Background: an optimization exercise with open tools, aiming at small area, a short achievable clock period and few clock cycles per item. Do not read the settings as production practice. At most, simulation tests tie the RTL to the original design; equivalence was not proved. Only the layout flow was run in run 2; the RTL was not checked for function there.

## flow/design.v (module list and top-level ports; edited modules follow where they fit)
// module ray_sampler: 2032 lines
module ray_sampler (
    input  wire         clk,
    input  wire         rst,
    input  wire         in_valid,
    output wire         in_ready,
    input  wire         wrap,        
    input  wire [8:0]   nu,          
    input  wire [26:0]  cu,          
    input  wire [31:0]  pos_x,       
    input  wire [31:0]  pos_y,       
    input  wire [127:0] taps,        
    output reg          out_valid,
    output reg  [15:0]  s_out,       
    output reg  [23:0]  cu_out,      
    output reg  [16:0]  x0_out,      
    output reg  [16:0]  y0_out       
);
  // ...
==> flow/flow/run.sh <==
#!/bin/bash
# Own layout flow: the standard ORFS flow with two changes.
#  1. Synthesis: the standard synthesis script, except that Yosys's generic
#     `abc -fast` inside `synth` is skipped (-noabc), so the carry-save trees
#     of the RTL reach extract_fa intact instead of being restructured into
#     xnor/inverter forms. Registers, names, flattening and renaming are the
#     standard ones (same script otherwise).
#  2. Port buffers: buffer_ports inserts sky130_fd_sc_hd__buf_2 cells on every
#     input and output instead of its default delay buffer.
set -euo pipefail
W=$(pwd)
sed '1s/yosys synth -nofsm -noshare /yosys synth -nofsm -noshare -noabc /' \
    "$W/synth_recipe.tcl" > "$W/own_synth.tcl"
grep -q -- '-noabc' "$W/own_synth.tcl"
bash "$W/standard.sh" "SYNTH_SCRIPT=$W/own_synth.tcl" \
    "BUFFER_PORTS_ARGS=-buffer_cell sky130_fd_sc_hd__buf_2" finish \
    > "$W/orfs_flow.log" 2>&1
==> flow/standard.sh <==
#!/bin/bash
# synth_recipe.tcl (not shown) runs the flow's synth.tcl, then flattens the netlist and writes it again
# the make line also repeats each setting of config.mk as NAME=value (left out here)
make -C /OpenROAD-flow-scripts/flow DESIGN_CONFIG=/design/flow/config.mk WORK_HOME=/design/flow/orfs CLKGATE_MAP_FILE= SYNTH_SCRIPT=/design/flow/synth_recipe.tcl "${@:-finish}"
==> flow/config.mk <==
export PLATFORM = sky130hd
export DESIGN_NAME = ray_sampler
export DESIGN_NICKNAME = ray_sampler
export VERILOG_FILES = /design/flow/design.v
export SDC_FILE = /design/flow/constraint.sdc
export NUM_CORES = 4
export LEC_CHECK = 0
export CAP_MARGIN = 20
export CORE_MARGIN = 2
export CORE_UTILIZATION = 45
export SLEW_MARGIN = 20
==> flow/constraint.sdc <==
create_clock -name core_clock -period 25.0 [get_ports {clk}]
set_input_delay 5.0000 -clock core_clock [delete_from_list [all_inputs] [get_ports {clk}]]
set_output_delay 5.0000 -clock core_clock [all_outputs]
set_load 0.01 [all_outputs]
==> out/qor.yml, run 1 <==
run_status:
  status: "no timing/DRC/antenna violations"
grt:
  grt_pass1_vias: 38500
  gr-usage-all-layers_pct: 21.6
  use_met2_pct: 34.5
place:
  place_area_sq_um: 58200
logic_synthesis:
  yosysMostFrequentCell: "mux2_2"
  netlist.area_leader.share_pct: 29.7
  synth_top_family_by_area: "adder cells"
clocking:
  clock_path_buffers: 3
  cts-resized-gates: 0
worst_hold_path:
  holdPathEnd: "x0_out[8]"
layout:
  fin_area_sq_um: 60600
  reg_top3: "taps0 (128), cu0 (27)"
  clock_area_share_pct: 3.99
  inv_count: 155
sta:
  hold_viol_final: 0
  fmax_ghz: 0.159
  finClkSkew_ns: 0.0457
  fin_crit_ns: 6.30
routing:
  m1WireLength_microns: 63800
  via_count: 35100
floorplanning:
  fp.dieArea_sq_um: 125000
  core_area_sq_um: 122000
  tapCellCount: 1625
flow_run:
  drv_cap: 0
Testbench counts, summed over its fixed seeds: cycles 24,040, items 24,000.
==> run 2: changes to the inputs <==
--- a/flow/design.v
+++ b/flow/design.v
@@ -17,32 +17,36 @@
 );
     assign in_ready = 1'b1;
     reg         v0;
     reg         wrap0;
     reg [8:0]   nu0;
     reg [26:0]  cu0;
     reg [31:0]  px0, py0;
     reg [127:0] taps0;
+    reg [8:0]   pxn0;       
     always @(posedge clk) begin
         if (rst)
             v0 <= 1'b0;
         else
             v0 <= in_valid;
         wrap0 <= wrap;
         nu0   <= nu;
         cu0   <= cu;
         px0   <= pos_x;
         py0   <= pos_y;
         taps0 <= taps;
+        pxn0  <= ~pos_x[15:7];
     end
     wire [16:0] x0 = {px0[31], px0[31:16]} - {16'd0, ~px0[15]};
     wire [16:0] y0 = {py0[31], py0[31:16]} - {16'd0, ~py0[15]};
     wire [7:0]  fx = {~px0[15], px0[14:8]};
     wire        cx = px0[7];
+    wire [7:0]  fxn = {~pxn0[8], pxn0[7:1]};    
+    wire        cxn = pxn0[0];                  
     wire [23:0] r00, r01, r10, r11;
     wire [15:0] r00_m0 = fx[0] ? taps0[31:16] : taps0[15:0];
     wire [15:0] r00_m1 = fx[1] ? taps0[31:16] : taps0[15:0];
     wire [15:0] r00_m2 = fx[2] ? taps0[31:16] : taps0[15:0];
     wire [15:0] r00_m3 = fx[3] ? taps0[31:16] : taps0[15:0];
     wire [15:0] r00_m4 = fx[4] ? taps0[31:16] : taps0[15:0];
     wire [15:0] r00_m5 = fx[5] ? taps0[31:16] : taps0[15:0];
     wire [15:0] r00_m6 = fx[6] ? taps0[31:16] : taps0[15:0];
@@ -480,25 +484,25 @@
     wire r01_207 = r01_130 ^ r01_166 ^ r01_167;
     wire r01_208 = (r01_130 & r01_166) | (r01_130 & r01_167) | (r01_166 & r01_167);
     wire r01_209 = r01_m6[15] ^ r01_m7[14] ^ r01_168;
     wire r01_210 = (r01_m6[15] & r01_m7[14]) | (r01_m6[15] & r01_168) | (r01_m7[14] & r01_168);
     wire [23:0] r01_a = {1'b0, r01_m7[15], r01_208, r01_206, r01_204, r01_202, r01_200, r01_198, r01_196, r01_194, r01_192, r01_190, r01_188, r01_186, r01_184, r01_182, r01_180, r01_178, r01_176, r01_174, r01_172, r01_170, r01_mc[1], r01_m0[0]};
     wire [23:0] r01_b = {1'b0, r01_210, r01_209, r01_207, r01_205, r01_203, r01_201, r01_199, r01_197, r01_195, r01_193, r01_191, r01_189, r01_187, r01_185, r01_183, r01_181, r01_179, r01_177, r01_175, r01_173, r01_171, r01_169, r01_mc[0]};
     wire [23:0] r01_s = r01_a + r01_b;
     assign r01 = r01_s[23:0];
-    wire [15:0] r10_m0 = fx[0] ? taps0[95:80] : taps0[79:64];
-    wire [15:0] r10_m1 = fx[1] ? taps0[95:80] : taps0[79:64];
-    wire [15:0] r10_m2 = fx[2] ? taps0[95:80] : taps0[79:64];
-    wire [15:0] r10_m3 = fx[3] ? taps0[95:80] : taps0[79:64];
-    wire [15:0] r10_m4 = fx[4] ? taps0[95:80] : taps0[79:64];
-    wire [15:0] r10_m5 = fx[5] ? taps0[95:80] : taps0[79:64];
-    wire [15:0] r10_m6 = fx[6] ? taps0[95:80] : taps0[79:64];
-    wire [15:0] r10_m7 = fx[7] ? taps0[95:80] : taps0[79:64];
-    wire [15:0] r10_mc = cx ? taps0[95:80] : taps0[79:64];
+    wire [15:0] r10_m0 = fxn[0] ? taps0[79:64] : taps0[95:80];
+    wire [15:0] r10_m1 = fxn[1] ? taps0[79:64] : taps0[95:80];
+    wire [15:0] r10_m2 = fxn[2] ? taps0[79:64] : taps0[95:80];
+    wire [15:0] r10_m3 = fxn[3] ? taps0[79:64] : taps0[95:80];
+    wire [15:0] r10_m4 = fxn[4] ? taps0[79:64] : taps0[95:80];
+    wire [15:0] r10_m5 = fxn[5] ? taps0[79:64] : taps0[95:80];
+    wire [15:0] r10_m6 = fxn[6] ? taps0[79:64] : taps0[95:80];
+    wire [15:0] r10_m7 = fxn[7] ? taps0[79:64] : taps0[95:80];
+    wire [15:0] r10_mc = cxn ? taps0[79:64] : taps0[95:80];
     wire r10_1 = r10_m0[5] ^ r10_m1[4];
     wire r10_2 = r10_m0[5] & r10_m1[4];
     wire r10_3 = r10_m0[6] ^ r10_m1[5] ^ r10_m2[4];
     wire r10_4 = (r10_m0[6] & r10_m1[5]) | (r10_m0[6] & r10_m2[4]) | (r10_m1[5] & r10_m2[4]);
     wire r10_5 = r10_m3[3] ^ r10_m4[2];
     wire r10_6 = r10_m3[3] & r10_m4[2];
     wire r10_7 = r10_m0[7] ^ r10_m1[6] ^ r10_m2[5];
     wire r10_8 = (r10_m0[7] & r10_m1[6]) | (r10_m0[7] & r10_m2[5]) | (r10_m1[6] & r10_m2[5]);
@@ -703,25 +707,25 @@
     wire r10_207 = r10_130 ^ r10_166 ^ r10_167;
     wire r10_208 = (r10_130 & r10_166) | (r10_130 & r10_167) | (r10_166 & r10_167);
     wire r10_209 = r10_m6[15] ^ r10_m7[14] ^ r10_168;
     wire r10_210 = (r10_m6[15] & r10_m7[14]) | (r10_m6[15] & r10_168) | (r10_m7[14] & r10_168);
     wire [23:0] r10_a = {1'b0, r10_m7[15], r10_208, r10_206, r10_204, r10_202, r10_200, r10_198, r10_196, r10_194, r10_192, r10_190, r10_188, r10_186, r10_184, r10_182, r10_180, r10_178, r10_176, r10_174, r10_172, r10_170, r10_mc[1], r10_m0[0]};
     wire [23:0] r10_b = {1'b0, r10_210, r10_209, r10_207, r10_205, r10_203, r10_201, r10_199, r10_197, r10_195, r10_193, r10_191, r10_189, r10_187, r10_185, r10_183, r10_181, r10_179, r10_177, r10_175, r10_173, r10_171, r10_169, r10_mc[0]};
     wire [23:0] r10_s = r10_a + r10_b;
     assign r10 = r10_s[23:0];
-    wire [15:0] r11_m0 = fx[0] ? taps0[127:112] : taps0[111:96];
-    wire [15:0] r11_m1 = fx[1] ? taps0[127:112] : taps0[111:96];
-    wire [15:0] r11_m2 = fx[2] ? taps0[127:112] : taps0[111:96];
-    wire [15:0] r11_m3 = fx[3] ? taps0[127:112] : taps0[111:96];
-    wire [15:0] r11_m4 = fx[4] ? taps0[127:112] : taps0[111:96];
-    wire [15:0] r11_m5 = fx[5] ? taps0[127:112] : taps0[111:96];
-    wire [15:0] r11_m6 = fx[6] ? taps0[127:112] : taps0[111:96];
-    wire [15:0] r11_m7 = fx[7] ? taps0[127:112] : taps0[111:96];
-    wire [15:0] r11_mc = cx ? taps0[127:112] : taps0[111:96];
+    wire [15:0] r11_m0 = fxn[0] ? taps0[111:96] : taps0[127:112];
+    wire [15:0] r11_m1 = fxn[1] ? taps0[111:96] : taps0[127:112];
+    wire [15:0] r11_m2 = fxn[2] ? taps0[111:96] : taps0[127:112];
+    wire [15:0] r11_m3 = fxn[3] ? taps0[111:96] : taps0[127:112];
+    wire [15:0] r11_m4 = fxn[4] ? taps0[111:96] : taps0[127:112];
+    wire [15:0] r11_m5 = fxn[5] ? taps0[111:96] : taps0[127:112];
+    wire [15:0] r11_m6 = fxn[6] ? taps0[111:96] : taps0[127:112];
+    wire [15:0] r11_m7 = fxn[7] ? taps0[111:96] : taps0[127:112];
+    wire [15:0] r11_mc = cxn ? taps0[111:96] : taps0[127:112];
     wire r11_1 = r11_m0[5] ^ r11_m1[4];
     wire r11_2 = r11_m0[5] & r11_m1[4];
     wire r11_3 = r11_m0[6] ^ r11_m1[5] ^ r11_m2[4];
     wire r11_4 = (r11_m0[6] & r11_m1[5]) | (r11_m0[6] & r11_m2[4]) | (r11_m1[5] & r11_m2[4]);
     wire r11_5 = r11_m3[3] ^ r11_m4[2];
     wire r11_6 = r11_m3[3] & r11_m4[2];
     wire r11_7 = r11_m0[7] ^ r11_m1[6] ^ r11_m2[5];
     wire r11_8 = (r11_m0[7] & r11_m1[6]) | (r11_m0[7] & r11_m2[5]) | (r11_m1[6] & r11_m2[5]);
@@ -948,32 +952,36 @@
     wire [2:0] m3 = (nu0[8:3] == 6'd0 && !d3[3]) ? d3[2:0] : t3;
     wire [3:0] t4 = {m3, mu[6]};
     wire [4:0] d4 = {1'b0, t4} - {1'b0, nu0[3:0]};
     wire [3:0] m4 = (nu0[8:4] == 5'd0 && !d4[4]) ? d4[3:0] : t4;
     reg         v1;
     reg [16:0]  x01, y01;
     reg [7:0]   fy1;
     reg         cy1;
+    reg [7:0]   fyn1;     
+    reg         cyn1;
     reg [23:0]  r001, r011, r101, r111;
     reg         wrap1, neg1;
     reg [15:0]  frac1;
     reg [3:0]   m41;
     reg [5:0]   mu1;
     reg [8:0]   n1;       
     reg [9:0]   n31;      
     always @(posedge clk) begin
         if (rst)
             v1 <= 1'b0;
         else
             v1 <= v0;
         x01    <= x0;
         y01    <= y0;
         fy1    <= {~py0[15], py0[14:8]};
         cy1    <= py0[7];
+        fyn1   <= {py0[15], ~py0[14:8]};
+        cyn1   <= ~py0[7];
         r001   <= r00;
         r011   <= r01;
         r101   <= r10;
         r111   <= r11;
         wrap1  <= wrap0;
         neg1   <= c_neg;
         frac1  <= wrap0 ? cu0[15:0] : cl_frac;
         m41    <= m4;
@@ -1344,25 +1352,25 @@
     wire b0_351 = b0_238 ^ b0_292 ^ b0_293;
     wire b0_352 = (b0_238 & b0_292) | (b0_238 & b0_293) | (b0_292 & b0_293);
     wire b0_353 = b0_m7[23] ^ b0_294;
     wire b0_354 = b0_m7[23] & b0_294;
     wire [31:0] b0_a = {b0_354, b0_352, b0_350, b0_348, b0_346, b0_344, b0_342, b0_340, b0_338, b0_336, b0_334, b0_332, b0_330, b0_328, b0_326, b0_324, b0_322, b0_320, b0_318, b0_316, b0_314, b0_312, b0_310, b0_308, b0_306, b0_304, b0_302, b0_300, b0_298, b0_296, b0_mc[1], b0_m0[0]};
     wire [31:0] b0_b = {1'b0, b0_353, b0_351, b0_349, b0_347, b0_345, b0_343, b0_341, b0_339, b0_337, b0_335, b0_333, b0_331, b0_329, b0_327, b0_325, b0_323, b0_321, b0_319, b0_317, b0_315, b0_313, b0_311, b0_309, b0_307, b0_305, b0_303, b0_301, b0_299, b0_297, b0_295, b0_mc[0]};
     wire [31:0] b0_s = b0_a + b0_b;
     assign b0 = b0_s[31:16];
-    wire [23:0] b1_m0 = fy1[0] ? r111 : r101;
-    wire [23:0] b1_m1 = fy1[1] ? r111 : r101;
-    wire [23:0] b1_m2 = fy1[2] ? r111 : r101;
-    wire [23:0] b1_m3 = fy1[3] ? r111 : r101;
-    wire [23:0] b1_m4 = fy1[4] ? r111 : r101;
-    wire [23:0] b1_m5 = fy1[5] ? r111 : r101;
-    wire [23:0] b1_m6 = fy1[6] ? r111 : r101;
-    wire [23:0] b1_m7 = fy1[7] ? r111 : r101;
-    wire [23:0] b1_mc = cy1 ? r111 : r101;
+    wire [23:0] b1_m0 = fyn1[0] ? r101 : r111;
+    wire [23:0] b1_m1 = fyn1[1] ? r101 : r111;
+    wire [23:0] b1_m2 = fyn1[2] ? r101 : r111;
+    wire [23:0] b1_m3 = fyn1[3] ? r101 : r111;
+    wire [23:0] b1_m4 = fyn1[4] ? r101 : r111;
+    wire [23:0] b1_m5 = fyn1[5] ? r101 : r111;
+    wire [23:0] b1_m6 = fyn1[6] ? r101 : r111;
+    wire [23:0] b1_m7 = fyn1[7] ? r101 : r111;
+    wire [23:0] b1_mc = cyn1 ? r101 : r111;
     wire b1_1 = b1_m0[15] ^ b1_m1[14];
     wire b1_2 = b1_m0[15] & b1_m1[14];
     wire b1_3 = b1_m0[16] ^ b1_m1[15];
     wire b1_4 = b1_m0[16] & b1_m1[15];
     wire b1_5 = b1_m0[17] ^ b1_m1[16];
     wire b1_6 = b1_m0[17] & b1_m1[16];
     wire b1_7 = b1_m0[18] ^ b1_m1[17];
     wire b1_8 = b1_m0[18] & b1_m1[17];
==> run 2 against run 1 <==
  * Sequential cell count rose by 18
  * Clock skew is 0.021 ns lower
  * Critical path depth grew 5
  * Synthesized cell count is 3.3% higher
  * Sequential share of layout area increased by 0.14 points
  * Die area up 1.9%
  * Wire length increased by 0.46%
  * Core utilization is 0.12 points higher
  * Cell count up 2.6%
  * Area after synthesis grew 1.9%
  * Critical endpoint is now m82[7]
==> out/qor.yml, run 2 <==
routing:
  route.detailed.drc: 0  # unchanged
  drt_iter0_drc: 1766  # was 1863
  antenna_left: 0  # unchanged
  drt-total-wl_microns: 134000  # was 133000 microns
  vias_per_cell: 5.47  # was 5.46
  avgRoutedWirePerCell_microns: 20.3  # was 20.8 microns
  dr.pass1.iters: 5  # unchanged
  via_count: 36000  # was 35100
setup_path:
  crit_slowest_cell: "dfxtp_1"  # was a2111oi_0
  r2r_slack_ns: 18.86  # was 18.70 ns
  cp.required_ns: 25.55  # was 25.58 ns
  worstSetupEndpointType: "flop"  # unchanged
  critPathArrivalTime_ns: 6.69  # was 6.87 ns
  crit_chain: "inv_1, ha_1, nor2b_1, o21ai_0, a21boi_0, o21a_1, o21a_1, o21ai_2, nor3_1, o31a_1, ha_1, nor2b_1, o21ai_0, a21boi_1, o21ai_0, a21boi_0, o21a_1, o21ai_0, and2_1, mux2_2, a311o_1"  # was buf_4, mux2_2, fa_1, fa_1, fa_1, fa_1, ha_1, a21o_1, a21oi_1, nor2b_1, a311oi_1, o21ai_1, a2111oi_0, o31ai_1, a21oi_1, xnor2_1
  slowest_delay_ns: 0.67  # was 0.74 ns
  start_kind: "flop"  # unchanged
  path_buf_inv: 1  # unchanged
  critical_path.most_common_cell: "o21ai_0"  # was fa_1
  critical-path-top-delay-family: "compound AO/OA/AOI/OAI gates"  # was adder cells
  path_max_fanout: 11  # was 36
  worstSetupPathType: "reg2reg"  # unchanged
clocking:
  cts-hold-fix-buffers: 0  # unchanged
  cts.clk_slew.worst_paths_ns: 0.06  # about the same
  clock_path_buffers: 3  # unchanged
  cts_max_level: 3  # unchanged
  cts_tree: "built"  # unchanged
  cts_num_sinks: 600  # was 582
  cts_made_buffers: 71  # was 70
  cts_root_buf: "clkbuf_16"  # unchanged
  cts_setup_buffers: 0  # unchanged
  clock_latency_ns: 0.67  # was 0.70 ns
  cts-resized-gates: 0  # unchanged
logic_synthesis:
  yosysSeqAreaShare_pct: 21.4  # was 21.2%
  synth_area_sq_um: 56000  # was 55000 sq um
  synth_fp_nets: 6091  # was 5941
  async_flop_share_pct: 0  # unchanged
  synthMuxAreaShare_pct: 23.3  # was 23.9%
  synth.distinct_cells: 77  # was 79
  synth_common_cells: "mux2_2 (1145), fa_1 (815), dfxtp_1 (600)"  # was mux2_2 (1145), fa_1 (815), dfxtp_1 (582)
  synth_xor_area_share_pct: 3.17  # was 3.38%
  netlist_instances: 4638  # was 4488
  synthAdderAreaFrac_pct: 38.2  # was 38.9%
  synth_top_family_by_area: "adder cells"  # unchanged
  synth-compound-area-share_pct: 7.13  # was 6.40%
  synth_ff_type: "dfxtp_1"  # unchanged
  netlist.area_leader.share_pct: 29.1  # was 29.7%
  synth-edff-count: 0  # unchanged
  synth-simple-area-share_pct: 4.33  # was 4.18%
  synth_area_leader_cell: "fa_1"  # unchanged
  synth_area_leaders: "fa_1 (29%), mux2_2 (23%), dfxtp_1 (21%)"  # was fa_1 (30%), mux2_2 (23%), dfxtp_1 (21%)
  yosysMostFrequentCell: "mux2_2"  # unchanged
  yosysWarnings: 1  # unchanged
  avgSynthCellArea_sq_um: 12.1  # was 12.2 sq um
  synth-seq-cells: 600  # was 582
layout:
  multi_input_area_sq_um: 42600  # was 42200 sq um
  fillCellCount: 11100  # was 10900
  drive_gt1_share_pct: 32.8  # was 33.8%
  mostFrequentLayoutCells: "mux2_2 (1145), fa_1 (815), dfxtp_1 (600), ha_1 (406), buf_2 (292)"  # was mux2_2 (1145), fa_1 (815), dfxtp_1 (564), ha_1 (406), buf_2 (292)
  largest-register: "taps0"  # unchanged
  final_common_cell: "mux2_2"  # unchanged
  reg_top3: "taps0 (128), cu0 (27)"  # unchanged
  largest_register_ffs: 128  # unchanged
  nets: 6343  # was 6193
  regArea_sq_um: 12000  # was 11700 sq um
  area_delta_synth_final_pct: 10.3  # about the same
run_status:
  status: "no timing/DRC/antenna violations"  # unchanged
floorplanning:
  io_pins: 308  # unchanged
  rows: 129  # was 128
  fp.dieW_microns: 357  # was 354 microns
  core_area_sq_um: 124000  # was 122000 sq um
  die_y_microns: 357  # was 354 microns
  fp.dieArea_sq_um: 127000  # was 125000 sq um
  initial_core_util_pct: 45.3  # was 45.2%
grt:
  gr-usage-all-layers_pct: 21.3  # was 21.6%
  overflow: 0  # unchanged
  antenna_found_initial: 22  # was 4
  grt_pass1_wl_microns: 216000  # was 215000 microns
  grt_max_degree: 34  # was 51
  grt_pass1_vias: 39100  # was 38500
flow_run:
  drv_cap: 0  # unchanged
sta:
  fmax_ghz: 0.163  # was 0.159 GHz
  setup_tns_ns: 0  # unchanged
  setup_ws_ns: 18.86  # was 18.70 ns
  finClkSkew_ns: 0.0249  # was 0.0457 ns
  worst_slew_pin_slew_ns: 1.06  # was 0.985 ns
  fin_crit_ns: 6.14  # was 6.30 ns
  maxSlewViolCount: 0  # unchanged
  rsz0062_at_grt: "false"  # unchanged
  timing.final.crit_share_pct: 24.6  # was 25.2%
  hold_viol_final: 0  # unchanged
  setup-violations-final: 0  # unchanged
  relSlewSlack_pct: 29.2  # was 34.3%
place:
  port_buffers: 292  # unchanged
  hpwl_microns: 101000  # was 99600 microns
  place_ws_ns: 18.85  # was 18.73 ns
  gp_congestion: 0.861  # was 0.840
worst_hold_path:
  hp-class: "reg2reg"  # unchanged
[run 2: cell count changes after synthesis, moves of 9 or more]
cell	previous run	this run
a21boi_1	17	3
a31oi_1	18	28
inv_1	153	205
a21boi_0	3	21
clkbuf_1	123	95
o21ai_0	55	111
xor2_1	81	72
a21oi_1	165	143
dfxtp_1	582	600
o31ai_1	8	19
nand2_1	98	107
buf_1	16	60
o21ai_1	46	5
[run 2: final cells by class]
class / instances / area share [%]
Antenna cell: 8 / 0.0324
Clock inverter: 30 / 0.751
Multi-Input combinational cell: 3673 / 69.0
Timing Repair Buffer: 339 / 2.94
Clock buffer: 98 / 3.27
Sequential cell: 600 / 19.4
Tap cell: 1637 / 3.31
Inverter: 205 / 1.25
[run 2: kinds of logic (layout without fill, tap and decap cells)]
| group | count (synthesis) | count (layout) |
|---|---|---|
| simple gates | 485 | 485 |
| other cells | 1 | 9 |
| compound gates | 603 | 603 |
| mux | 1160 | 1160 |
| buf+inv | 365 | 672 |
| xor+xnor | 203 | 203 |
| flops | 600 | 600 |
| fa+ha+maj | 1221 | 1221 |
[run 2: worst paths after layout]
check	startpoint	to	cells after the start
max	n1[1]	m82[7]	21
min reg2reg	x02[15]	x0_out[15]	0
max reg2reg	n1[1]	m82[7]	21
min	x02[15]	x0_out[15]	0
[run 2: stage by stage]
| stage | cells | cell area, sq um | hold slack [ns] | util, % |
|---|---|---|---|---|
| 2_1_floorplan | 4638 | 56000 | 0.310 | - |
| 3_3_place_gp | 6454 | 59300 | 0.310 | 48.0 |
| 3_5_place_dp | 6454 | 59300 | 0.312 | 48.0 |
| 4_1_cts | 6582 | 61800 | 0.315 | 50.0 |
| 5_1_grt | 6587 | 61800 | 0.322 | 50.0 |
| 6_report | 6590 | 61800 | 0.314 | 50.0 |
[run 2: routing by layer]
layer,track usage (%),part of all wire [%]
met5,0,0.10
met4,4.75,1.8
met3,4.20,5.1
met2,33.7,45
met1,30.3,48

[afterwards: timing with drivers on the ports]
In the flow no input, the clock included, has a driving cell. The finished layouts below were timed again as built, in two steps.
Step 1 sets driving cells, clkbuf_16 on the clock port and buf_2 on the other inputs (assumed; they add their load-dependent delay and slew).
Step 2 moves the port delays by t, midway between the first and last clock arrival at a register: inputs arrive t later, outputs are due t later. That takes back most of the time a late clock gives input paths.
a / b / c = ideal / step 1 / step 2; a / b = the first two.
run	t, ns	setup WS [ns]	worst setup path at the end	slew at the worst register clock pin (ns)
run 1	0.751	18.704 / 18.681 / 18.704	register to register	0.06 / 0.06
run 2	0.731	18.857 / 18.806 / 18.857	register to register	0.07 / 0.07
After both steps setup and hold are still met in every run listed.
